From an optimization exercise on the open Yosys and OpenROAD flow, aimed at a short achievable clock period and few clock cycles; shortcuts taken in it are not production practice.
Function was checked by simulation only, so behaviour that the tests miss may differ from the original.
Power figures rest on the tool's default switching activity, not on a simulated workload.

--- flow/run.sh ---
#!/bin/bash
# The standard layout (standard.sh), with the timing repair aiming for
# more setup slack than the clock needs, so the resizer keeps working after
# the 25 ns clock is met. Clock, constraints and all other settings are the
# standard ones. If the repair after global routing cannot finish (routing
# congestion), global routing is redone with the standard repair target.
set -uo pipefail
M=17
bash standard.sh SETUP_SLACK_MARGIN=$M cts > flow_cts.log 2>&1 || exit 1
if ! bash standard.sh SETUP_SLACK_MARGIN=$M grt > flow_grt.log 2>&1; then
    bash standard.sh grt > flow_grt_retry.log 2>&1 || exit 1
fi
bash standard.sh SETUP_SLACK_MARGIN=$M finish > flow_finish.log 2>&1 || exit 1
--- standard.sh ---
#!/bin/bash
# synth_recipe.tcl (not shown) runs the flow's synth.tcl, then flattens the netlist and writes it again
# the make line also repeats each setting of config.mk as NAME=value (left out here)
make -C /OpenROAD-flow-scripts/flow DESIGN_CONFIG=/design/flow/config.mk WORK_HOME=/design/flow/orfs CLKGATE_MAP_FILE= SYNTH_SCRIPT=/design/flow/synth_recipe.tcl "${@:-finish}"
--- config.mk ---
export PLATFORM = sky130hd
export DESIGN_NAME = le_core
export DESIGN_NICKNAME = le_core
export VERILOG_FILES = /design/flow/design.v
export SDC_FILE = /design/flow/constraint.sdc
export NUM_CORES = 4
export LEC_CHECK = 0
export ABC_CLOCK_PERIOD_IN_PS = 5000
export CAP_MARGIN = 20
export CELL_PAD_IN_SITES_DETAIL_PLACEMENT = 1
export CELL_PAD_IN_SITES_GLOBAL_PLACEMENT = 2
export CORE_MARGIN = 2
export CORE_UTILIZATION = 20
export PLACE_DENSITY = 0.35
export SLEW_MARGIN = 20
--- constraint.sdc ---
create_clock -name core_clock -period 25.0 [get_ports {clk}]
set_input_delay 5.0000 -clock core_clock [delete_from_list [all_inputs] [get_ports {clk}]]
set_output_delay 5.0000 -clock core_clock [all_outputs]
set_load 0.01 [all_outputs]
--- design.v ---
module le_core (
    input  wire        clk,
    input  wire        rst,           
    input  wire        start,         
    input  wire [11:0] entry,         
    input  wire        first,         
    output wire        busy,
    output reg         done,          
    output reg         fault,         
    output reg  [2:0]  fault_cause,   
    output reg  [11:0] fault_pc,
    output wire        imem_en,
    output wire [11:0] imem_addr,
    input  wire [31:0] imem_rdata,
    output wire        dmem_en,
    output wire        dmem_we,
    output wire [11:0] dmem_addr,
    output wire [31:0] dmem_wdata,
    input  wire [31:0] dmem_rdata
);
    localparam [2:0] C_ILLEGAL = 3'd1, C_BRANCH = 3'd2, C_DADDR = 3'd3;
    localparam [5:0] OP_NOP  = 6'h00, OP_END  = 6'h01, OP_LDI  = 6'h02,
                     OP_LUI  = 6'h03, OP_MOV  = 6'h04, OP_LDD  = 6'h05,
                     OP_STD  = 6'h06, OP_ADD  = 6'h09, OP_SUB  = 6'h0A,
                     OP_ADDS = 6'h0B, OP_SUBS = 6'h0C, OP_MULQ = 6'h0D,
                     OP_NEG  = 6'h0E, OP_ABS  = 6'h0F, OP_MIN  = 6'h10,
                     OP_MAX  = 6'h11, OP_CLMP = 6'h12, OP_SHL  = 6'h13,
                     OP_SAR  = 6'h14, OP_CLRA = 6'h15, OP_WRA  = 6'h16,
                     OP_RDA  = 6'h17, OP_MACW = 6'h19, OP_MACP = 6'h1A,
                     OP_CMP  = 6'h1E, OP_SEL  = 6'h1F, OP_BF   = 6'h20,
                     OP_JMP  = 6'h21;
    localparam [2:0] B_Q = 3'd0, B_DLD = 3'd1, B_RES = 3'd2, B_M2 = 3'd3,
                     B_LD = 3'd4, B_STALL = 3'd5, B_FWD = 3'd6;
    integer i;
    reg         busy_r;
    reg         flag;
    reg  [31:0] q   [0:15];
    reg  [63:0] acc [0:3];
    reg         fetch_en;             
    reg  [12:0] fetch_pc;             
    reg         arr_v;                
    reg  [12:0] arr_pc;
    reg         iq_v  [0:2];
    reg  [31:0] iq_w  [0:2];
    reg  [12:0] iq_pc [0:2];
    reg         kill_arr;             
    reg         x_v;
    reg  [5:0]  x_op;
    reg  [3:0]  x_fd;
    reg  [1:0]  x_fa2;
    reg  [13:0] x_imm14;
    reg  [31:0] x_ldi;
    reg  [12:0] x_pc;
    reg  [31:0] x_ra, x_rb, x_rd;
    reg         x_fwdb;               
    reg  [81:0] x_asht;               
    reg         x_legal, x_ovf, x_end_op, x_br, x_jmp, x_inv, x_brzero, x_brfar;
    reg         x_off2, x_long;
    reg  [11:0] x_target;
    reg         x_ldd, x_std, x_mulq, x_macw, x_macp, x_rda, x_clra, x_wra, x_cmp;
    reg         x_wq_early, x_wq_late;
    reg         m2_mulq, m2_macw, m2_macp, m2_rda;
    reg  [3:0]  m2_dest;
    reg  [1:0]  m2_asel;
    reg  [81:0] m2_ws, m2_wc;
    reg  [65:0] m2_ps, m2_pc;
    reg         l1_v, l2_v, l3_v;
    reg  [3:0]  l1_d, l2_d, l3_d;
    reg  [31:0] ld_q;
    reg         d_en, d_we;
    reg  [11:0] d_addr;
    reg  [31:0] d_wdata;
    assign busy       = busy_r;
    assign imem_en    = fetch_en;
    assign imem_addr  = fetch_pc[11:0];
    assign dmem_en    = d_en;
    assign dmem_we    = d_we;
    assign dmem_addr  = d_addr;
    assign dmem_wdata = d_wdata;
    wire [31:0] ir    = iq_w[0];
    wire [12:0] dpc   = iq_pc[0];
    wire [5:0]  op    = ir[31:26];
    wire [3:0]  fd    = ir[25:22];
    wire [3:0]  fa    = ir[21:18];
    wire [3:0]  fb    = ir[17:14];
    wire [13:0] imm14 = ir[13:0];
    wire [17:0] imm18 = ir[17:0];
    reg legal;
    always @(*) begin
        case (op)
            OP_NOP, OP_END, OP_LDI, OP_LUI, OP_MOV, OP_LDD, OP_STD, OP_ADD,
            OP_SUB, OP_ADDS, OP_SUBS, OP_MULQ, OP_NEG, OP_ABS, OP_MIN, OP_MAX,
            OP_CLMP, OP_SHL, OP_SAR, OP_CLRA, OP_WRA, OP_RDA, OP_MACW, OP_MACP,
            OP_CMP, OP_SEL, OP_BF, OP_JMP:
                legal = 1'b1;
            default:
                legal = 1'b0;
        endcase
    end
    reg use_a, use_b, use_d, w_early, w_late;
    always @(*) begin
        use_a = 1'b0; use_b = 1'b0; use_d = 1'b0; w_early = 1'b0; w_late = 1'b0;
        case (op)
            OP_LDI:  w_early = 1'b1;
            OP_LUI:  begin use_d = 1'b1; w_early = 1'b1; end
            OP_MOV, OP_NEG, OP_ABS, OP_SHL, OP_SAR:
                     begin use_a = 1'b1; w_early = 1'b1; end
            OP_LDD:  begin use_a = 1'b1; w_late = 1'b1; end
            OP_STD:  begin use_a = 1'b1; use_b = 1'b1; end
            OP_ADD, OP_SUB, OP_ADDS, OP_SUBS, OP_MIN, OP_MAX, OP_SEL:
                     begin use_a = 1'b1; use_b = 1'b1; w_early = 1'b1; end
            OP_MULQ: begin use_a = 1'b1; use_b = 1'b1; w_late = 1'b1; end
            OP_CLMP: begin use_a = 1'b1; use_b = 1'b1; use_d = 1'b1; w_early = 1'b1; end
            OP_RDA:  w_late = 1'b1;
            OP_WRA:  use_a = 1'b1;
            OP_MACW, OP_MACP, OP_CMP:
                     begin use_a = 1'b1; use_b = 1'b1; end
            default: ;
        endcase
    end
    function [2:0] byp;
        input [3:0] r;
        begin
            if (x_v && (x_wq_early || x_wq_late) && x_fd == r)
                byp = x_wq_early ? B_RES : (x_ldd ? B_STALL : B_FWD);
            else if ((m2_mulq || m2_rda) && m2_dest == r)
                byp = B_M2;
            else if (l1_v && l1_d == r)
                byp = B_STALL;
            else if (l2_v && l2_d == r)
                byp = B_LD;
            else if (l3_v && l3_d == r)
                byp = B_DLD;
            else
                byp = B_Q;
        end
    endfunction
    wire [2:0] ba = byp(fa);
    wire [2:0] bb = byp(fb);
    wire [2:0] bd = byp(fd);
    wire       is_std  = (op == OP_STD);
    wire       mul_a   = (op == OP_MULQ) || (op == OP_MACW);    
    wire       d_stall = (use_a && (ba == B_STALL || ba == B_FWD ||
                                    (mul_a && (ba == B_RES || ba == B_M2 || ba == B_LD)))) ||
                         (use_b && (bb == B_STALL || (bb == B_FWD && !is_std))) ||
                         (use_d && (bd == B_STALL || bd == B_FWD));
    wire [12:0] d_target  = {1'b0, dpc[11:0]} + {1'b0, imm14[11:0]};
    wire        d_brfar   = (imm14[13:12] != 2'b00) || d_target[12];
    wire        d_long    = (imm14[13:1] != 13'd0) && (imm14 != 14'd2);
    wire [31:0] xa = x_ra;
    wire [31:0] xb = x_rb;
    wire [31:0] xd = x_rd;
    function [31:0] sat33;
        input [32:0] v;
        begin
            if (v[32] != v[31])
                sat33 = v[32] ? 32'h8000_0000 : 32'h7FFF_FFFF;
            else
                sat33 = v[31:0];
        end
    endfunction
    wire [32:0] sum33  = {xa[31], xa} + {xb[31], xb};
    wire [32:0] diff33 = {xa[31], xa} - {xb[31], xb};
    wire [31:0] neg_v  = (xa == 32'h8000_0000) ? 32'h7FFF_FFFF : (32'd0 - xa);
    wire lt_ab = $signed(xa) < $signed(xb);
    wire gt_ab = $signed(xb) < $signed(xa);
    wire eq_ab = xa == xb;
    wire lt_da = $signed(xd) < $signed(xa);
    wire gt_db = $signed(xb) < $signed(xd);
    wire [4:0]  sh_n    = x_imm14[4:0];
    wire [31:0] shl_raw = xa << sh_n;
    wire [30:0] sgn_x   = xa[30:0] ^ {31{xa[31]}};
    wire [30:0] sh_msk  = ~(31'h7FFF_FFFF >> sh_n);
    wire        shl_ovf = |(sgn_x & sh_msk);
    wire [31:0] shl_v   = shl_ovf ? (xa[31] ? 32'h8000_0000 : 32'h7FFF_FFFF) : shl_raw;
    wire [31:0] sar_v   = $signed(xa) >>> sh_n;
    reg cmp_v;
    always @(*) begin
        case (x_imm14[1:0])
            2'd0: cmp_v = eq_ab;
            2'd1: cmp_v = !eq_ab;
            2'd2: cmp_v = lt_ab;
            default: cmp_v = !lt_ab;
        endcase
    end
    reg [31:0] e_res;
    always @(*) begin
        case (x_op)
            OP_LDI:  e_res = x_ldi;
            OP_LUI:  e_res = {x_imm14, xd[17:0]};
            OP_MOV:  e_res = xa;
            OP_ADD:  e_res = sum33[31:0];
            OP_SUB:  e_res = diff33[31:0];
            OP_ADDS: e_res = sat33(sum33);
            OP_SUBS: e_res = sat33(diff33);
            OP_NEG:  e_res = neg_v;
            OP_ABS:  e_res = xa[31] ? neg_v : xa;
            OP_MIN:  e_res = lt_ab ? xa : xb;
            OP_MAX:  e_res = gt_ab ? xa : xb;
            OP_CLMP: e_res = (gt_ab || lt_da) ? xa : (gt_db ? xb : xd);
            OP_SHL:  e_res = shl_v;
            OP_SAR:  e_res = sar_v;
            default: e_res = flag ? xa : xb;    
        endcase
    end
    wire [31:0] daddr     = xa + {16'd0, x_imm14, 2'b00};
    wire        daddr_ok  = (daddr[31:14] == 18'd0) && (daddr[1:0] == 2'b00);
    wire        staddr_ok = daddr_ok && (daddr[13:7] >= 7'h09);
    wire x_go     = busy_r && x_v;
    wire br_taken = x_jmp || (flag != x_inv);
    reg        e_end, e_fault;
    reg [2:0]  e_cause;
    always @(*) begin
        e_end = 1'b1; e_fault = 1'b1; e_cause = C_BRANCH;
        if (x_ovf)
            e_cause = C_BRANCH;
        else if (!x_legal)
            e_cause = C_ILLEGAL;
        else if (x_end_op)
            e_fault = 1'b0;
        else if (x_br && (x_brzero || (br_taken && x_brfar)))
            e_cause = C_BRANCH;
        else if (x_ldd && !daddr_ok)
            e_cause = C_DADDR;
        else if (x_std && !staddr_ok)
            e_cause = C_DADDR;
        else begin
            e_end = 1'b0; e_fault = 1'b0;
        end
    end
    wire run_x    = x_go && e_end;
    wire ok_go    = x_go && !e_end;
    wire br_do    = x_go && x_br && br_taken && !x_ovf && !x_brzero && !x_brfar;
    wire redir_x  = br_do && x_long;
    wire x_kill   = br_do && x_off2;
    wire d_br     = (op == OP_BF) || (op == OP_JMP);
    wire d_taken  = (op == OP_JMP) || (flag != fd[0]);
    wire redir_d  = busy_r && iq_v[0] && d_br && !dpc[12] && (imm14 != 14'd0) && !d_brfar &&
                    d_long && d_taken && !(x_v && x_cmp) && !redir_x && !x_kill;
    wire redirect = redir_x || redir_d;
    wire end_d    = busy_r && iq_v[0] && (op == OP_END) && !dpc[12] &&
                    !(x_v && x_std) && !redir_x && !x_kill;
    wire run_end  = run_x || end_d;
    wire [32:0] mw_b = {xb, 1'b0};
    genvar g;
    generate
        for (g = 0; g < 16; g = g + 1) begin : bw
            wire b2 = mw_b[2*g+2], b1 = mw_b[2*g+1], b0 = mw_b[2*g];
            wire one = b1 ^ b0;
            wire two = (b2 & ~b1 & ~b0) | (~b2 & b1 & b0);
            wire [81:0] x = one ? x_asht : (two ? {x_asht[80:0], 1'b0} : 82'd0);
            wire [81:0] row = (b2 ? ~x : x) << (2*g);
        end
    endgenerate
    wire [81:0] mw_neg;
    generate
        for (g = 0; g < 32; g = g + 1) begin : bwn
            if (g % 2 == 0) assign mw_neg[g] = mw_b[g+2];
            else            assign mw_neg[g] = 1'b0;
        end
    endgenerate
    assign mw_neg[81:32] = 50'd0;
    wire [81:0] mw_r0 = bw[0].row,  mw_r1 = bw[1].row,  mw_r2 = bw[2].row,  mw_r3 = bw[3].row;
    wire [81:0] mw_r4 = bw[4].row,  mw_r5 = bw[5].row,  mw_r6 = bw[6].row,  mw_r7 = bw[7].row;
    wire [81:0] mw_r8 = bw[8].row,  mw_r9 = bw[9].row,  mw_r10 = bw[10].row, mw_r11 = bw[11].row;
    wire [81:0] mw_r12 = bw[12].row, mw_r13 = bw[13].row, mw_r14 = bw[14].row, mw_r15 = bw[15].row;
    wire [81:0] mw_r16 = mw_neg;
    wire [81:0] mw_r17 = {51'd0, x_mulq, 30'd0};
    wire [81:0] mw_l0_0_s = mw_r0 ^ mw_r1 ^ mw_r2;
    wire [81:0] mw_l0_0_m = (mw_r0 & mw_r1) | (mw_r0 & mw_r2) | (mw_r1 & mw_r2);
    wire [81:0] mw_l0_0_c = {mw_l0_0_m[80:0], 1'b0};
    wire [81:0] mw_l0_1_s = mw_r3 ^ mw_r4 ^ mw_r5;
    wire [81:0] mw_l0_1_m = (mw_r3 & mw_r4) | (mw_r3 & mw_r5) | (mw_r4 & mw_r5);
    wire [81:0] mw_l0_1_c = {mw_l0_1_m[80:0], 1'b0};
    wire [81:0] mw_l0_2_s = mw_r6 ^ mw_r7 ^ mw_r8;
    wire [81:0] mw_l0_2_m = (mw_r6 & mw_r7) | (mw_r6 & mw_r8) | (mw_r7 & mw_r8);
    wire [81:0] mw_l0_2_c = {mw_l0_2_m[80:0], 1'b0};
    wire [81:0] mw_l0_3_s = mw_r9 ^ mw_r10 ^ mw_r11;
    wire [81:0] mw_l0_3_m = (mw_r9 & mw_r10) | (mw_r9 & mw_r11) | (mw_r10 & mw_r11);
    wire [81:0] mw_l0_3_c = {mw_l0_3_m[80:0], 1'b0};
    wire [81:0] mw_l0_4_s = mw_r12 ^ mw_r13 ^ mw_r14;
    wire [81:0] mw_l0_4_m = (mw_r12 & mw_r13) | (mw_r12 & mw_r14) | (mw_r13 & mw_r14);
    wire [81:0] mw_l0_4_c = {mw_l0_4_m[80:0], 1'b0};
    wire [81:0] mw_l0_5_s = mw_r15 ^ mw_r16 ^ mw_r17;
    wire [81:0] mw_l0_5_m = (mw_r15 & mw_r16) | (mw_r15 & mw_r17) | (mw_r16 & mw_r17);
    wire [81:0] mw_l0_5_c = {mw_l0_5_m[80:0], 1'b0};
    wire [81:0] mw_l1_0_s = mw_l0_0_s ^ mw_l0_0_c ^ mw_l0_1_s;
    wire [81:0] mw_l1_0_m = (mw_l0_0_s & mw_l0_0_c) | (mw_l0_0_s & mw_l0_1_s) | (mw_l0_0_c & mw_l0_1_s);
    wire [81:0] mw_l1_0_c = {mw_l1_0_m[80:0], 1'b0};
    wire [81:0] mw_l1_1_s = mw_l0_1_c ^ mw_l0_2_s ^ mw_l0_2_c;
    wire [81:0] mw_l1_1_m = (mw_l0_1_c & mw_l0_2_s) | (mw_l0_1_c & mw_l0_2_c) | (mw_l0_2_s & mw_l0_2_c);
    wire [81:0] mw_l1_1_c = {mw_l1_1_m[80:0], 1'b0};
    wire [81:0] mw_l1_2_s = mw_l0_3_s ^ mw_l0_3_c ^ mw_l0_4_s;
    wire [81:0] mw_l1_2_m = (mw_l0_3_s & mw_l0_3_c) | (mw_l0_3_s & mw_l0_4_s) | (mw_l0_3_c & mw_l0_4_s);
    wire [81:0] mw_l1_2_c = {mw_l1_2_m[80:0], 1'b0};
    wire [81:0] mw_l1_3_s = mw_l0_4_c ^ mw_l0_5_s ^ mw_l0_5_c;
    wire [81:0] mw_l1_3_m = (mw_l0_4_c & mw_l0_5_s) | (mw_l0_4_c & mw_l0_5_c) | (mw_l0_5_s & mw_l0_5_c);
    wire [81:0] mw_l1_3_c = {mw_l1_3_m[80:0], 1'b0};
    wire [81:0] mw_l2_0_s = mw_l1_0_s ^ mw_l1_0_c ^ mw_l1_1_s;
    wire [81:0] mw_l2_0_m = (mw_l1_0_s & mw_l1_0_c) | (mw_l1_0_s & mw_l1_1_s) | (mw_l1_0_c & mw_l1_1_s);
    wire [81:0] mw_l2_0_c = {mw_l2_0_m[80:0], 1'b0};
    wire [81:0] mw_l2_1_s = mw_l1_1_c ^ mw_l1_2_s ^ mw_l1_2_c;
    wire [81:0] mw_l2_1_m = (mw_l1_1_c & mw_l1_2_s) | (mw_l1_1_c & mw_l1_2_c) | (mw_l1_2_s & mw_l1_2_c);
    wire [81:0] mw_l2_1_c = {mw_l2_1_m[80:0], 1'b0};
    wire [81:0] mw_l3_0_s = mw_l2_0_s ^ mw_l2_0_c ^ mw_l2_1_s;
    wire [81:0] mw_l3_0_m = (mw_l2_0_s & mw_l2_0_c) | (mw_l2_0_s & mw_l2_1_s) | (mw_l2_0_c & mw_l2_1_s);
    wire [81:0] mw_l3_0_c = {mw_l3_0_m[80:0], 1'b0};
    wire [81:0] mw_l3_1_s = mw_l2_1_c ^ mw_l1_3_s ^ mw_l1_3_c;
    wire [81:0] mw_l3_1_m = (mw_l2_1_c & mw_l1_3_s) | (mw_l2_1_c & mw_l1_3_c) | (mw_l1_3_s & mw_l1_3_c);
    wire [81:0] mw_l3_1_c = {mw_l3_1_m[80:0], 1'b0};
    wire [81:0] mw_l4_0_s = mw_l3_0_s ^ mw_l3_0_c ^ mw_l3_1_s;
    wire [81:0] mw_l4_0_m = (mw_l3_0_s & mw_l3_0_c) | (mw_l3_0_s & mw_l3_1_s) | (mw_l3_0_c & mw_l3_1_s);
    wire [81:0] mw_l4_0_c = {mw_l4_0_m[80:0], 1'b0};
    wire [81:0] mw_l5_0_s = mw_l4_0_s ^ mw_l4_0_c ^ mw_l3_1_c;
    wire [81:0] mw_l5_0_m = (mw_l4_0_s & mw_l4_0_c) | (mw_l4_0_s & mw_l3_1_c) | (mw_l4_0_c & mw_l3_1_c);
    wire [81:0] mw_l5_0_c = {mw_l5_0_m[80:0], 1'b0};
    wire [81:0] mw_s = mw_l5_0_s;
    wire [81:0] mw_c = mw_l5_0_c;
    wire [65:0] mp_ah = {{50{xa[31]}}, xa[31:16]};
    wire [65:0] mp_al = {{50{xa[15]}}, xa[15:0]};
    wire [16:0] mp_bh = {xb[31:16], 1'b0};
    wire [16:0] mp_bl = {xb[15:0], 1'b0};
    generate
        for (g = 0; g < 8; g = g + 1) begin : bp
            wire hb2 = mp_bh[2*g+2], hb1 = mp_bh[2*g+1], hb0 = mp_bh[2*g];
            wire hone = hb1 ^ hb0;
            wire htwo = (hb2 & ~hb1 & ~hb0) | (~hb2 & hb1 & hb0);
            wire [65:0] hx = hone ? mp_ah : (htwo ? {mp_ah[64:0], 1'b0} : 66'd0);
            wire [65:0] hrow = (hb2 ? ~hx : hx) << (2*g);
            wire lb2 = mp_bl[2*g+2], lb1 = mp_bl[2*g+1], lb0 = mp_bl[2*g];
            wire lone = lb1 ^ lb0;
            wire ltwo = (lb2 & ~lb1 & ~lb0) | (~lb2 & lb1 & lb0);
            wire [65:0] lx = lone ? mp_al : (ltwo ? {mp_al[64:0], 1'b0} : 66'd0);
            wire [65:0] lrow = (lb2 ? ~lx : lx) << (2*g);
        end
    endgenerate
    wire [65:0] mp_hneg, mp_lneg;
    generate
        for (g = 0; g < 16; g = g + 1) begin : bpn
            if (g % 2 == 0) begin
                assign mp_hneg[g] = mp_bh[g+2];
                assign mp_lneg[g] = mp_bl[g+2];
            end else begin
                assign mp_hneg[g] = 1'b0;
                assign mp_lneg[g] = 1'b0;
            end
        end
    endgenerate
    assign mp_hneg[65:16] = 50'd0;
    assign mp_lneg[65:16] = 50'd0;
    wire [65:0] mp_r0 = bp[0].hrow, mp_r1 = bp[1].hrow, mp_r2 = bp[2].hrow, mp_r3 = bp[3].hrow;
    wire [65:0] mp_r4 = bp[4].hrow, mp_r5 = bp[5].hrow, mp_r6 = bp[6].hrow, mp_r7 = bp[7].hrow;
    wire [65:0] mp_r8 = bp[0].lrow, mp_r9 = bp[1].lrow, mp_r10 = bp[2].lrow, mp_r11 = bp[3].lrow;
    wire [65:0] mp_r12 = bp[4].lrow, mp_r13 = bp[5].lrow, mp_r14 = bp[6].lrow, mp_r15 = bp[7].lrow;
    wire [65:0] mp_r16 = mp_hneg, mp_r17 = mp_lneg;
    wire [65:0] mp_l0_0_s = mp_r0 ^ mp_r1 ^ mp_r2;
    wire [65:0] mp_l0_0_m = (mp_r0 & mp_r1) | (mp_r0 & mp_r2) | (mp_r1 & mp_r2);
    wire [65:0] mp_l0_0_c = {mp_l0_0_m[64:0], 1'b0};
    wire [65:0] mp_l0_1_s = mp_r3 ^ mp_r4 ^ mp_r5;
    wire [65:0] mp_l0_1_m = (mp_r3 & mp_r4) | (mp_r3 & mp_r5) | (mp_r4 & mp_r5);
    wire [65:0] mp_l0_1_c = {mp_l0_1_m[64:0], 1'b0};
    wire [65:0] mp_l0_2_s = mp_r6 ^ mp_r7 ^ mp_r8;
    wire [65:0] mp_l0_2_m = (mp_r6 & mp_r7) | (mp_r6 & mp_r8) | (mp_r7 & mp_r8);
    wire [65:0] mp_l0_2_c = {mp_l0_2_m[64:0], 1'b0};
    wire [65:0] mp_l0_3_s = mp_r9 ^ mp_r10 ^ mp_r11;
    wire [65:0] mp_l0_3_m = (mp_r9 & mp_r10) | (mp_r9 & mp_r11) | (mp_r10 & mp_r11);
    wire [65:0] mp_l0_3_c = {mp_l0_3_m[64:0], 1'b0};
    wire [65:0] mp_l0_4_s = mp_r12 ^ mp_r13 ^ mp_r14;
    wire [65:0] mp_l0_4_m = (mp_r12 & mp_r13) | (mp_r12 & mp_r14) | (mp_r13 & mp_r14);
    wire [65:0] mp_l0_4_c = {mp_l0_4_m[64:0], 1'b0};
    wire [65:0] mp_l0_5_s = mp_r15 ^ mp_r16 ^ mp_r17;
    wire [65:0] mp_l0_5_m = (mp_r15 & mp_r16) | (mp_r15 & mp_r17) | (mp_r16 & mp_r17);
    wire [65:0] mp_l0_5_c = {mp_l0_5_m[64:0], 1'b0};
    wire [65:0] mp_l1_0_s = mp_l0_0_s ^ mp_l0_0_c ^ mp_l0_1_s;
    wire [65:0] mp_l1_0_m = (mp_l0_0_s & mp_l0_0_c) | (mp_l0_0_s & mp_l0_1_s) | (mp_l0_0_c & mp_l0_1_s);
    wire [65:0] mp_l1_0_c = {mp_l1_0_m[64:0], 1'b0};
    wire [65:0] mp_l1_1_s = mp_l0_1_c ^ mp_l0_2_s ^ mp_l0_2_c;
    wire [65:0] mp_l1_1_m = (mp_l0_1_c & mp_l0_2_s) | (mp_l0_1_c & mp_l0_2_c) | (mp_l0_2_s & mp_l0_2_c);
    wire [65:0] mp_l1_1_c = {mp_l1_1_m[64:0], 1'b0};
    wire [65:0] mp_l1_2_s = mp_l0_3_s ^ mp_l0_3_c ^ mp_l0_4_s;
    wire [65:0] mp_l1_2_m = (mp_l0_3_s & mp_l0_3_c) | (mp_l0_3_s & mp_l0_4_s) | (mp_l0_3_c & mp_l0_4_s);
    wire [65:0] mp_l1_2_c = {mp_l1_2_m[64:0], 1'b0};
    wire [65:0] mp_l1_3_s = mp_l0_4_c ^ mp_l0_5_s ^ mp_l0_5_c;
    wire [65:0] mp_l1_3_m = (mp_l0_4_c & mp_l0_5_s) | (mp_l0_4_c & mp_l0_5_c) | (mp_l0_5_s & mp_l0_5_c);
    wire [65:0] mp_l1_3_c = {mp_l1_3_m[64:0], 1'b0};
    wire [65:0] mp_l2_0_s = mp_l1_0_s ^ mp_l1_0_c ^ mp_l1_1_s;
    wire [65:0] mp_l2_0_m = (mp_l1_0_s & mp_l1_0_c) | (mp_l1_0_s & mp_l1_1_s) | (mp_l1_0_c & mp_l1_1_s);
    wire [65:0] mp_l2_0_c = {mp_l2_0_m[64:0], 1'b0};
    wire [65:0] mp_l2_1_s = mp_l1_1_c ^ mp_l1_2_s ^ mp_l1_2_c;
    wire [65:0] mp_l2_1_m = (mp_l1_1_c & mp_l1_2_s) | (mp_l1_1_c & mp_l1_2_c) | (mp_l1_2_s & mp_l1_2_c);
    wire [65:0] mp_l2_1_c = {mp_l2_1_m[64:0], 1'b0};
    wire [65:0] mp_l3_0_s = mp_l2_0_s ^ mp_l2_0_c ^ mp_l2_1_s;
    wire [65:0] mp_l3_0_m = (mp_l2_0_s & mp_l2_0_c) | (mp_l2_0_s & mp_l2_1_s) | (mp_l2_0_c & mp_l2_1_s);
    wire [65:0] mp_l3_0_c = {mp_l3_0_m[64:0], 1'b0};
    wire [65:0] mp_l3_1_s = mp_l2_1_c ^ mp_l1_3_s ^ mp_l1_3_c;
    wire [65:0] mp_l3_1_m = (mp_l2_1_c & mp_l1_3_s) | (mp_l2_1_c & mp_l1_3_c) | (mp_l1_3_s & mp_l1_3_c);
    wire [65:0] mp_l3_1_c = {mp_l3_1_m[64:0], 1'b0};
    wire [65:0] mp_l4_0_s = mp_l3_0_s ^ mp_l3_0_c ^ mp_l3_1_s;
    wire [65:0] mp_l4_0_m = (mp_l3_0_s & mp_l3_0_c) | (mp_l3_0_s & mp_l3_1_s) | (mp_l3_0_c & mp_l3_1_s);
    wire [65:0] mp_l4_0_c = {mp_l4_0_m[64:0], 1'b0};
    wire [65:0] mp_l5_0_s = mp_l4_0_s ^ mp_l4_0_c ^ mp_l3_1_c;
    wire [65:0] mp_l5_0_m = (mp_l4_0_s & mp_l4_0_c) | (mp_l4_0_s & mp_l3_1_c) | (mp_l4_0_c & mp_l3_1_c);
    wire [65:0] mp_l5_0_c = {mp_l5_0_m[64:0], 1'b0};
    wire [65:0] mp_s = mp_l5_0_s;
    wire [65:0] mp_c = mp_l5_0_c;
    wire [63:0] m2_acc = acc[m2_dest[1:0]];
    wire [81:0] m2_arow = m2_macw ? {{2{m2_acc[63]}}, m2_acc, 16'd0} : 82'd0;
    wire [81:0] m2_sum  = m2_arow + m2_ws + m2_wc;
    wire [31:0] mulq_v  = sat33(m2_sum[63:31]);
    wire [65:0] macw_r  = m2_sum[81:16];
    wire [63:0] macw_v  = (macw_r[65:63] == 3'b000 || macw_r[65:63] == 3'b111) ? macw_r[63:0] :
                          (macw_r[65] ? 64'h8000_0000_0000_0000 : 64'h7FFF_FFFF_FFFF_FFFF);
    wire [65:0] macp_sum = {{2{m2_acc[63]}}, m2_acc} + m2_ps + m2_pc;
    wire        macp_hi  = !macp_sum[65] && (macp_sum[64:39] != 26'd0);
    wire        macp_lo  =  macp_sum[65] && (macp_sum[64:39] != {26{1'b1}});
    wire [63:0] macp_v   = macp_hi ? 64'h0000_007F_FFFF_FFFF :
                           (macp_lo ? 64'hFFFF_FF80_0000_0000 : macp_sum[63:0]);
    wire [63:0] acc_r  = acc[m2_asel];
    wire [49:0] rda_r  = {acc_r[63], acc_r[63:15]} + {49'd0, acc_r[14]};
    wire        rda_ok = (rda_r[49:31] == {19{rda_r[31]}});
    wire [31:0] rda_v  = rda_ok ? rda_r[31:0] : (rda_r[49] ? 32'h8000_0000 : 32'h7FFF_FFFF);
    wire        m2_wq  = m2_mulq || m2_rda;
    wire [31:0] m2_res = m2_rda ? rda_v : mulq_v;
    wire [31:0] qa_e = (ba == B_DLD) ? ld_q : q[fa];
    wire [31:0] qb_e = (bb == B_DLD) ? ld_q : q[fb];
    wire [31:0] qd_e = (bd == B_DLD) ? ld_q : q[fd];
    wire [31:0] rqa  = (ba == B_RES) ? e_res : ((ba == B_M2) ? m2_res : ((ba == B_LD) ? dmem_rdata : qa_e));
    wire [31:0] rqb  = (bb == B_RES) ? e_res : ((bb == B_M2) ? m2_res : ((bb == B_LD) ? dmem_rdata : qb_e));
    wire [31:0] rqd  = (bd == B_RES) ? e_res : ((bd == B_M2) ? m2_res : ((bd == B_LD) ? dmem_rdata : qd_e));
    wire [3:0]  d_sh      = (op == OP_MACW) ? imm14[3:0] : 4'd0;
    wire [81:0] d_asht    = {{50{qa_e[31]}}, qa_e} << d_sh;
    wire flush    = !busy_r || redirect;
    wire d_valid  = busy_r && iq_v[0];
    wire kill_d   = x_kill && iq_v[0];
    wire d_go     = d_valid && !d_stall && !redir_x && !x_kill;
    wire consume  = d_go || kill_d;
    wire drop_arr = arr_v && (kill_arr || (x_kill && !iq_v[0]));
    wire take_arr = arr_v && !drop_arr;
    reg  [1:0] cnt, cnt_pop;
    always @(*) begin
        cnt = {1'b0, iq_v[0]} + {1'b0, iq_v[1]} + {1'b0, iq_v[2]};
        cnt_pop = cnt - {1'b0, consume};
    end
    wire [2:0] cnt_after = {1'b0, cnt_pop} + {2'b0, take_arr};
    wire       fetch_ok  = (cnt_after + {2'b0, fetch_en}) <= 3'd2;
    reg         nq_v  [0:2];
    reg  [31:0] nq_w  [0:2];
    reg  [12:0] nq_pc [0:2];
    integer j;
    always @(*) begin
        for (j = 0; j < 3; j = j + 1) begin
            if (j + consume < 3 && iq_v[j + consume]) begin
                nq_v[j] = 1'b1; nq_w[j] = iq_w[j + consume]; nq_pc[j] = iq_pc[j + consume];
            end else begin
                nq_v[j] = take_arr && (j == cnt_pop); nq_w[j] = imem_rdata; nq_pc[j] = arr_pc;
            end
        end
    end
    wire x_claim = x_go && (x_wq_early || x_wq_late);
    always @(posedge clk) begin
        if (rst) begin
            busy_r      <= 1'b0;
            done        <= 1'b0;
            fault       <= 1'b0;
            fault_cause <= 3'd0;
            fault_pc    <= 12'd0;
        end else if (!busy_r) begin
            done <= 1'b0;
            if (start) begin
                busy_r      <= 1'b1;
                fault       <= 1'b0;
                fault_cause <= 3'd0;
                fault_pc    <= 12'd0;
            end
        end else begin
            done <= run_end;
            if (run_end) begin
                busy_r      <= 1'b0;
                fault       <= run_x && e_fault;
                fault_cause <= (run_x && e_fault) ? e_cause : 3'd0;
                fault_pc    <= (run_x && e_fault) ? (x_pc[12] ? 12'hFFF : x_pc[11:0]) : 12'd0;
            end
        end
        if (rst) begin
            fetch_en <= 1'b0;
        end else if (!busy_r) begin
            fetch_en <= start;
        end else if (run_end) begin
            fetch_en <= 1'b0;
        end else if (redirect) begin
            fetch_en <= 1'b1;
        end else begin
            fetch_en <= fetch_ok;
        end
        if (!busy_r)
            fetch_pc <= {1'b0, entry};
        else if (redir_x)
            fetch_pc <= {1'b0, x_target};
        else if (redir_d)
            fetch_pc <= {1'b0, d_target[11:0]};
        else if (fetch_en)
            fetch_pc <= fetch_pc + 13'd1;
        arr_v  <= !rst && busy_r && fetch_en && !redirect;
        arr_pc <= fetch_pc;
        for (i = 0; i < 3; i = i + 1) begin
            iq_v[i]  <= !flush && nq_v[i];
            iq_w[i]  <= nq_w[i];
            iq_pc[i] <= nq_pc[i];
        end
        if (flush)
            kill_arr <= 1'b0;
        else if (x_kill && !iq_v[0] && !arr_v)
            kill_arr <= 1'b1;
        else if (arr_v)
            kill_arr <= 1'b0;
        x_v        <= busy_r && d_go && !redir_d;
        x_op       <= op;
        x_fd       <= fd;
        x_fa2      <= fa[1:0];
        x_imm14    <= imm14;
        x_ldi      <= {{14{imm18[17]}}, imm18};
        x_pc       <= dpc;
        x_ra       <= rqa;
        x_rb       <= rqb;
        x_rd       <= rqd;
        x_fwdb     <= (bb == B_FWD);
        x_asht     <= d_asht;
        x_legal    <= legal;
        x_ovf      <= dpc[12];
        x_end_op   <= (op == OP_END);
        x_br       <= (op == OP_BF) || (op == OP_JMP);
        x_jmp      <= (op == OP_JMP);
        x_inv      <= fd[0];
        x_brzero   <= (imm14 == 14'd0);
        x_brfar    <= (imm14[13:12] != 2'b00) || d_target[12];
        x_off2     <= (imm14 == 14'd2);
        x_long     <= (imm14[13:1] != 13'd0) && (imm14 != 14'd2);
        x_target   <= d_target[11:0];
        x_ldd      <= (op == OP_LDD);
        x_std      <= (op == OP_STD);
        x_mulq     <= (op == OP_MULQ);
        x_macw     <= (op == OP_MACW);
        x_macp     <= (op == OP_MACP);
        x_rda      <= (op == OP_RDA);
        x_clra     <= (op == OP_CLRA);
        x_wra      <= (op == OP_WRA);
        x_cmp      <= (op == OP_CMP);
        x_wq_early <= w_early && !dpc[12];
        x_wq_late  <= w_late && !dpc[12];
        if (!busy_r)
            flag <= first;
        else if (x_go && x_cmp)
            flag <= cmp_v;
        if (rst) begin
            d_en <= 1'b0;
            d_we <= 1'b0;
        end else begin
            d_en <= ok_go && (x_ldd || x_std);
            d_we <= ok_go && x_std;
        end
        d_addr  <= daddr[13:2];
        d_wdata <= x_fwdb ? m2_res : xb;
        l1_v <= busy_r && x_go && x_ldd;
        l1_d <= x_fd;
        l2_v <= busy_r && l1_v && !(x_claim && x_fd == l1_d);
        l2_d <= l1_d;
        l3_v <= busy_r && l2_v && !(x_claim && x_fd == l2_d);
        l3_d <= l2_d;
        ld_q <= dmem_rdata;
        m2_mulq <= busy_r && x_go && x_mulq;
        m2_macw <= busy_r && x_go && x_macw;
        m2_macp <= busy_r && x_go && x_macp;
        m2_rda  <= busy_r && x_go && x_rda;
        m2_dest <= x_fd;
        m2_asel <= x_fa2;
        m2_ws   <= mw_s;
        m2_wc   <= mw_c;
        m2_ps   <= mp_s;
        m2_pc   <= mp_c;
        for (i = 0; i < 16; i = i + 1) begin
            if (!busy_r)
                q[i] <= 32'd0;
            else if (x_go && x_wq_early && x_fd == i)
                q[i] <= e_res;
            else if (m2_wq && m2_dest == i)
                q[i] <= m2_res;
            else if (l3_v && l3_d == i)
                q[i] <= ld_q;
        end
        for (i = 0; i < 4; i = i + 1) begin
            if (!busy_r)
                acc[i] <= 64'd0;
            else if (x_go && x_clra && x_fd[1:0] == i)
                acc[i] <= 64'd0;
            else if (x_go && x_wra && x_fd[1:0] == i)
                acc[i] <= {{17{xa[31]}}, xa, 15'd0};
            else if (m2_macw && m2_dest[1:0] == i)
                acc[i] <= macw_v;
            else if (m2_macp && m2_dest[1:0] == i)
                acc[i] <= macp_v;
        end
    end
endmodule
==> impl_metrics.csv, run 1 <==
group,metric,value,unit
run_status,outcome,"timing/DRC/antenna clean",
floorplan,top_level_ports,157,
floorplan,die_x,917,um
placed_design,gp_congestion,0.954,
grt,grt_pass1_wl,1980000,um
power,comb_power_share,60.1,%
sta,report.final.slew_viol_count,0,
hold_path,hp-start,"fetch_pc[12]$_SDFFE_PP0P_",
final_layout,syn_to_final_growth,14.8,%
final_layout,fin_area,191000,sq um
sta,period_minus_slack,7.90,ns
sta,max_slew_margin,8.36,%
power,internal-power,7.25,mW
power,powerDensity,89.5,nW/um^2
grt,antenna_found_initial,271,
placed_design,port_buffers,155,
logic_synthesis,ys_warn_count,9,
flow_run,maxCapViolations,0,
setup_path,start_kind,"flop",
power,p_sw,9.88,mW
routing,routed_wl,1530000,um
logic_synthesis,ys_seq_elements,1499,
cts,clk_pin_slew,0.06,ns
power,pwr-share-clk,21.0,%
power,power_leakage,66.7,nW
floorplan,die-height,917,um
sta,grt_setup_unrepaired,"false",
setup_path,crit_type,"reg -> reg",
hold_path,min_to,"arr_pc[12]$_DFF_P_",
setup_path,critPathMaxFanout,18,
cts,clock_sinks,1499,
logic_synthesis,ys.flop_type,"dfxtp_1",
placed_design,place_hpwl,1140000,um
routing,post_drt_wl_per_cell,47.7,um
final_layout,drive_gt1_share,10.9,%
setup_path,path_cells,"buf_6 > buf_6 > mux4_2 > and2_1 > fa_1 > ha_1 > a21oi_1 > o21a_1 > a21boi_0 > o21bai_1 > a221o_1 > a21o_1 > o211ai_1 > nand3b_1 > and3_1 > o21bai_2 > and3_2 > mux2i_1 > a221oi_1",
grt,groute.usage.overall,35.0,%
setup_path,slowest_delay,0.89,ns
logic_synthesis,syn_inst,21700,
floorplan,start_util,20.0,%
routing,via_per_inst,5.98,
hold_path,hp-class,"reg -> reg",
cts,ctsRootBufferMaster,"clkbuf_16",
floorplan,fp.coreArea,831000,sq um
final_layout,utilization,23.0,%
logic_synthesis,synth_cell_type_count,123,
setup_path,worstRegToRegCells,19,
grt,grt_pass1_vias,188000,
routing,drtIter0Drc,24500,
routing,vias,192000,
hold_path,whs_path_depth,0,
setup_path,crit_top_cell,"buf_6",
power,seqPwrFrac,18.9,%
power,fin_total_pwr,17.1,mW
cts,cts_tree,"built",
floorplan,dieArea,840000,sq um
setup_path,rr_endpoint,"q[13][15]$_SDFFE_PN0P_",
routing,post-route-drc-count,0,
routing,dr.pass1.iters,8,
floorplan,rows,335,
sta,clock_skew,0.186,ns
sta,fin_crit_sh,31.6,%
sta,fin_ws,17.10,ns
sta,worst_pin_slew,1.37,ns
sta,setup_viol,0,
sta,hold_violations,0,
setup_path,r2r_slack,17.10,ns
cts,cts_buffers,230,
final_layout,final_nets,22500,
logic_synthesis,syn-num-nets,23500,
routing,drtAntennaViolNets,0,
setup_path,endpoint_kind,"flop",
logic_synthesis,syn_area,167000,sq um
final_layout,final_cell_mix,"a21oi_1, nor2_1, nand2_1",
cts,clk_latency,1.15,ns
grt,overflow,0,
setup_path,cp_slowest_cell,"o21bai_2",
logic_synthesis,async_flop_share,0,%
placed_design,dp_slack,16.04,ns
power,swShare,57.7,%
final_layout,final_common_cell,"a21oi_1",
setup_path,cp.arrival,8.91,ns
setup_path,regToRegStartpoint,"m2_dest[0]$_DFF_P_",
logic_synthesis,ys_seq_area_share,18.9,%
logic_synthesis,avgSynthCellArea,7.66,sq um
power,peakVddDrop,0.169,mV
cts,htreeDepth,4,
sta,clock.fmax,127,MHz
cts,clockBufferDepth,4,
sta,tns,0,ns
placed_design,placed_cell_area,183000,sq um
logic_synthesis,synth_edf_count,148,
setup_path,cp.required,26.02,ns
grt,grt_max_degree,122,
## registers in the layout, summed over array words and instances, names as in the netlist, 34 cells and up, named ones only
signal,cells
m2_wc,76
iq_w,96
iq_pc,39
x_asht,47
m2_ps,35
q,512
acc,256
m2_ws,78
m2_pc,34
## routing by layer
metal | GRT usage, % | wire length, um
met4 | 13.6 | 72100
met1 | 48.5 | 688000
met2 | 52.2 | 644000
met3 | 8.59 | 127000
met5 | 0 | 698
## through the flow
| stage | std cells | hold slack [ns] |
|---|---|---|
| global placement | 31600 | 0.401 |
| global route | 32000 | 0.404 |
| floorplan | 21700 | 0.310 |
| finish | 32100 | 0.384 |
| detailed placement | 31600 | 0.391 |
| CTS | 32000 | 0.409 |
## power by group through the flow
stage | clock network [mW] | registers (mW) | logic, mW
final | 3.60 | 3.24 | 10.3
after global routing | 3.75 | 3.24 | 10.7
after CTS | 3.68 | 3.22 | 10.1
after detailed placement | 0 | 3.27 | 10.0
after global placement | 0 | 3.28 | 10.0
after floorplan | 0 | 2.80 | 4.71
## layout make-up
cell class / count / area, sq um
repair buffers: 1218 / 9920
multi-input cells: 16300 / 122000
flip-flops and latches: 1499 / 31900
fillers: 97500 / 640000
clock buffers: 320 / 6460
inverters: 1480 / 5560
clock inverters: 104 / 1300
well taps: 11100 / 13900
diodes: 126 / 315
## cells in the mapped netlist, drive strengths merged, types with 155 or more instances
cell type     n  share of area (%)
dfxtp      1351                 16
nor2b       161               0.60
fa         1186                 14
a221oi      583                3.1
a21oi      1923                5.8
a31oi       244               0.92
o22ai       956                3.6
buf         415                1.1
a211oi      346                1.6
o211ai      155               0.70
xnor2       232                1.2
nand3       285               0.86
inv        1465                3.3
nand2      1702                3.8
a22oi      1061                4.8
nand4       251               0.96
mux2i       417                2.5
clkbuf     2098                4.7
o21ai      1626                4.9
o221ai      381                2.0
nor2       1926                4.3
ha          508                3.8
nor3        272               0.82
## cell families after synthesis
logic type / after synthesis / synth area share (%)
flip-flops: 1499 / 18.9
AO/OA/AOI/OAI: 8156 / 32.1
XOR/XNOR: 352 / 1.85
multiplexers: 652 / 4.98
other: 1 / 0.00225
buffers and inverters: 3993 / 9.21
adder cells (fa/ha/maj): 1835 / 18.9
AND/OR/NAND/NOR: 5256 / 14.1
## repair_timing
item / CTS / global route
hold buffers: 0 / 0
gates resized for setup: 11 / 18
setup buffers: 2 / 6
setup endpoints to repair: 245 / 289
pin swaps: 2 / 4
## worst max path at each step
stage | start | end | slack, ns | depth (start not counted)
detailed placement | m2_dest[0]$_DFF_P_ | acc[3][56]$_SDFFE_PP0P_ | 16.04 | 20
global route | m2_dest[0]$_DFF_P_ | acc[2][61]$_SDFFE_PP0P_ | 17.01 | 22
global placement | m2_dest[0]$_DFF_P_ | acc[3][56]$_SDFFE_PP0P_ | 16.05 | 20
CTS | m2_dest[0]$_DFF_P_ | x_rd[30]$_DFF_P_ | 17.01 | 19
finish | m2_dest[0]$_DFF_P_ | q[13][15]$_SDFFE_PN0P_ | 17.10 | 19
floorplan | m2_dest[0]$_DFF_P_ | x_rb[28]$_DFF_P_ | 18.19 | 24
## worst max-delay path, delay by kind of cell (launching register included)
family	cells	cell delay, ns
AOI/OAI and AO/OA	9	3.21
and+or+nand+nor	4	1.58
adders and majority gates	2	0.88
muxes	2	0.81
buffers and inverters	2	0.71
DFF	1	0.61
Testbench counts, summed over its fixed seeds: cycles 290,072.
==> inputs of run 2 (changes only) <==
--- a/flow/run.sh
+++ b/flow/run.sh
@@ -5,7 +5,7 @@
 # standard ones. If the repair after global routing cannot finish (routing
 # congestion), global routing is redone with the standard repair target.
 set -uo pipefail
-M=17
+M=18.8
 bash standard.sh SETUP_SLACK_MARGIN=$M cts > flow_cts.log 2>&1 || exit 1
 if ! bash standard.sh SETUP_SLACK_MARGIN=$M grt > flow_grt.log 2>&1; then
     bash standard.sh grt > flow_grt_retry.log 2>&1 || exit 1
==> run 2 against run 1 <==
  * Design area rose by 4.8%
  * Clock skew is 0.012 ns higher
  * Sequential power is essentially flat
  * Setup slack improved by 1.1 ns
  * Cell count rose by 1.5%
  * Combinational power rose by 22%
  * Critical endpoint is now dmem_wdata[13]
  * Die area did not move
  * Wire length is 4.2% higher
  * Sequential cell count is the same
  * Critical path type is now reg -> out
  * Maximum frequency increased by 16%
  * Synthesized area stayed put
==> impl_metrics.csv, run 2 <==
group,metric,value,unit
routing,post-route-drc-count,0,
routing,routed_wl,1600000,um
floorplan,start_util,20.0,%
sta,max_slew_margin,8.81,%
logic_synthesis,ys_seq_elements,1499,
final_layout,syn_to_final_growth,20.4,%
final_layout,utilization,24.1,%
cts,htreeDepth,4,
grt,antenna_found_initial,242,
logic_synthesis,synth_edf_count,148,
setup_path,endpoint_kind,"output pin",
sta,fin_crit_sh,27.3,%
logic_synthesis,syn_area,167000,sq um
final_layout,reg_top3,"q x512, acc x256, iq_w x96",
floorplan,dieArea,840000,sq um
cts,clockBufferDepth,4,
sta,grt_setup_unrepaired,"true",
logic_synthesis,ys_seq_area_share,18.9,%
cts,clk_latency,1.15,ns
final_layout,regMostFlops,"q",
cts,ctsRootBufferMaster,"clkbuf_16",
setup_path,cp.required,20.00,ns
placed_design,place_hpwl,1140000,um
setup_path,critPathBufInv,1,
setup_path,crit_type,"reg -> out",
final_layout,final_cell_mix,"a21oi_1, nor2_1, nand2_1",
logic_synthesis,yosysMostFrequentCell,"clkbuf_1",
sta,clock.fmax,147,MHz
power,fin_total_pwr,19.4,mW
setup_path,cp.arrival,1.82,ns
final_layout,drive_gt1_share,15.5,%
routing,dr.pass1.iters,6,
floorplan,die_x,917,um
routing,vias,196000,
setup_path,r2r_slack,18.63,ns
final_layout,largest_reg_flops,512,
grt,grt_pass1_vias,190000,
cts,clock_sinks,1499,
sta,setup_viol,0,
cts,cts_tree,"built",
power,p_sw,11.1,mW
flow_run,maxCapViolations,0,
sta,report.final.slew_viol_count,0,
setup_path,cp_slowest_cell,"dfxtp_4",
grt,grt_pass1_wl,2040000,um
power,seqPwrFrac,16.7,%
floorplan,top_level_ports,157,
final_layout,nFillCells,97000,
placed_design,port_buffers,155,
power,pwr-share-clk,18.0,%
final_layout,final_nets,22800,
sta,period_minus_slack,6.82,ns
logic_synthesis,syn_inst,21700,
logic_synthesis,synth_area_leaders,"dfxtp_1, fa_1, a21oi_1, o21ai_0, a22oi_1",
power,internal-power,8.31,mW
sta,worst_pin_slew,1.37,ns
sta,hold_violations,0,
sta,holdWs,0.360,ns
power,swShare,57.1,%
logic_synthesis,yosys.area.top_type_share,16.2,%
sta,tns,0,ns
placed_design,gp_congestion,0.966,
setup_path,regToRegStartpoint,"x_rb[1]$_DFF_P_",
hold_path,hp-class,"reg -> reg",
floorplan,die-height,917,um
grt,grt_max_degree,100,
setup_path,cp_top_family,"flip-flops",
setup_path,rr_endpoint,"m2_ws[68]$_DFF_P_",
setup_path,worstRegToRegCells,21,
routing,drtAntennaViolNets,0,
logic_synthesis,ys_warn_count,9,
power,powerDensity,96.6,nW/um^2
setup_path,start_kind,"flop",
final_layout,final_common_cell,"a21oi_1",
routing,post_drt_wl_per_cell,49.0,um
setup_path,critPathMaxFanout,1,
hold_path,whs_path_depth,0,
routing,drtIter0Drc,24600,
cts,cts_hold_buf,0,
sta,clock_skew,0.198,ns
hold_path,hp-start,"x_fd[3]$_DFF_P_",
floorplan,rows,335,
run_status,outcome,"timing/DRC/antenna clean",
setup_path,slowest_delay,0.56,ns
logic_synthesis,avgSynthCellArea,7.66,sq um
logic_synthesis,synth_area_leader_cell,"dfxtp_1",
grt,overflow,0,
floorplan,fp.coreArea,831000,sq um
logic_synthesis,async_flop_share,0,%
power,peakVddDrop,0.152,mV
logic_synthesis,synth_common_cells,"clkbuf_1, nor2_1, a21oi_1, nand2_1, o21ai_0",
hold_path,min_to,"m2_dest[3]$_DFF_P_",
power,power_leakage,70.0,nW
logic_synthesis,syn-num-nets,23500,
cts,clk_pin_slew,0.06,ns
power,comb_power_share,65.3,%
routing,via_per_inst,6.02,
logic_synthesis,synth_cell_type_count,123,
logic_synthesis,ys.flop_type,"dfxtp_1",
cts,cts_buffers,225,
setup_path,path_cells,"buf_6",
grt,groute.usage.overall,36.3,%
## run 2: changes by cell type in the layout (fill, tap and decap cells not counted), sizes merged, moves of 18 or more
cell           previous run  this run
buf                    1063      1490
diode                   126       208
clkdlybuf4s50           155        79
inv                    1478      1452
clkbuf                  320       344
clkinvlp                  9        27
## run 2: area by class of cell
type	count	area, sq um	area share [%]
flip-flops and latches	1499	32000	16.0
diodes	208	520	0.260
multi-input cells	16300	125000	62.6
clock inverters	79	845	0.421
clock buffers	334	6680	3.33
well taps	11100	13900	6.94
repair buffers	1587	15400	7.68
inverters	1480	5660	2.82
## run 2: worst max-delay path by stage
stage                               to  depth (start not counted)  slack, ns           startpoint
2_1_floorplan                     flop                          7      18.81       imem_rdata[27]
3_3_place_gp   acc[0][46]$_SDFFE_PP0P_                         21      16.40   m2_dest[0]$_DFF_P_
3_5_place_dp   acc[0][52]$_SDFFE_PP0P_                         21      16.28   m2_dest[0]$_DFF_P_
4_1_cts                 dmem_wdata[13]                          1      18.17  d_wdata[13]$_DFF_P_
5_1_grt                 dmem_wdata[13]                          1      18.23  d_wdata[13]$_DFF_P_
6_report                dmem_wdata[13]                          1      18.18  d_wdata[13]$_DFF_P_
## run 2: layer usage
metal	track usage, %	vias up	share of wire (%)
li1	-	78200	-
met1	49.5	105000	44
met2	53.8	10400	42
met3	8.12	2658	8.1
met4	17.9	98	6.1
met5	0	-	0.058
## run 2: power groups by stage
stage	Combinational, mW	Sequential, mW	Clock (mW)
after floorplan	4.72	2.80	0
after global placement	10.2	3.31	0
after detailed placement	10.1	3.31	0
after CTS	11.4	3.23	3.55
after global routing	12.9	3.23	3.61
final	12.6	3.24	3.48
## run 2: worst reg2reg max path: stages, from the launching register on
cell and delay, ns:
dfxtp_4 0.35, buf_12 0.15, buf_16 0.26, buf_16 0.17, buf_16 0.15, buf_4 0.17, nor2_4 0.13, buf_12 0.12
nand2_1 0.04, o21ai_0 0.09, buf_4 0.15, inv_1 0.05, fa_2 0.58, fa_2 0.52, buf_4 0.17, fa_1 0.66
inv_6 0.20, fa_2 0.61, inv_1 0.05, fa_1 0.47, inv_1 0.05, fa_2 0.94
## run 2: cells by family after synthesis
logic type	Yosys count	share of synthesized area, %
AOI/OAI and AO/OA	8156	32.1
adders and majority gates	1835	18.9
buffers and inverters	3993	9.21
xor gates and xnor gates	352	1.85
muxes	652	4.98
and+or+nand+nor	5256	14.1
DFF	1499	18.9
other	1	0.00225
## run 2: repair_timing
| action | CTS | global route |
|---|---|---|
| cloned | 41 | 13 |
| pin swaps | 63 | 105 |
| buffers inserted | 244 | 100 |
| endpoints found under the hold margin | 0 | 0 |
| setup endpoints to repair | 1380 | 843 |
| resized for setup | 1199 | 434 |
## run 2: stage by stage
stage               instances  area (sq um)  setup slack, ns
finish                  32600        201000            18.18
global route            32500        200000            18.23
CTS                     32300        197000            18.17
detailed placement      31600        183000            16.28
global placement        31600        183000            16.40
floorplan               21700        167000            18.81

[afterwards: timing with drivers on the ports]
The results above use ideal ports. As a check the final layouts listed here were re-extracted and re-timed, cells and wires unchanged.
Step 1: set_driving_cell puts a clkbuf_16 on clk and a buf_2 on each other input, an assumption about the parent block.
Step 2 times the ports against the registers' clock, not the clock port: input delays grow and output delays shrink by t, the midpoint of the rising clock arrivals with the driver on.
a / b / c = ideal ports / drivers / drivers and shift; a / b = the first two.
run | shift t [ns] | setup WS [ns] | worst slew at a driven data input, ns | pins driven straight from the clock port
run 1 | 1.222 | 17.104 / 17.104 / 17.104 | 0.56 | 1
run 2 | 1.224 | 18.182 / 18.013 / 17.635 | 0.29 | 1
After both steps every run listed still meets setup and hold. The setup slack of run 2, which loses most, moves by -0.169 ns with the drivers and by -0.547 ns with both steps.
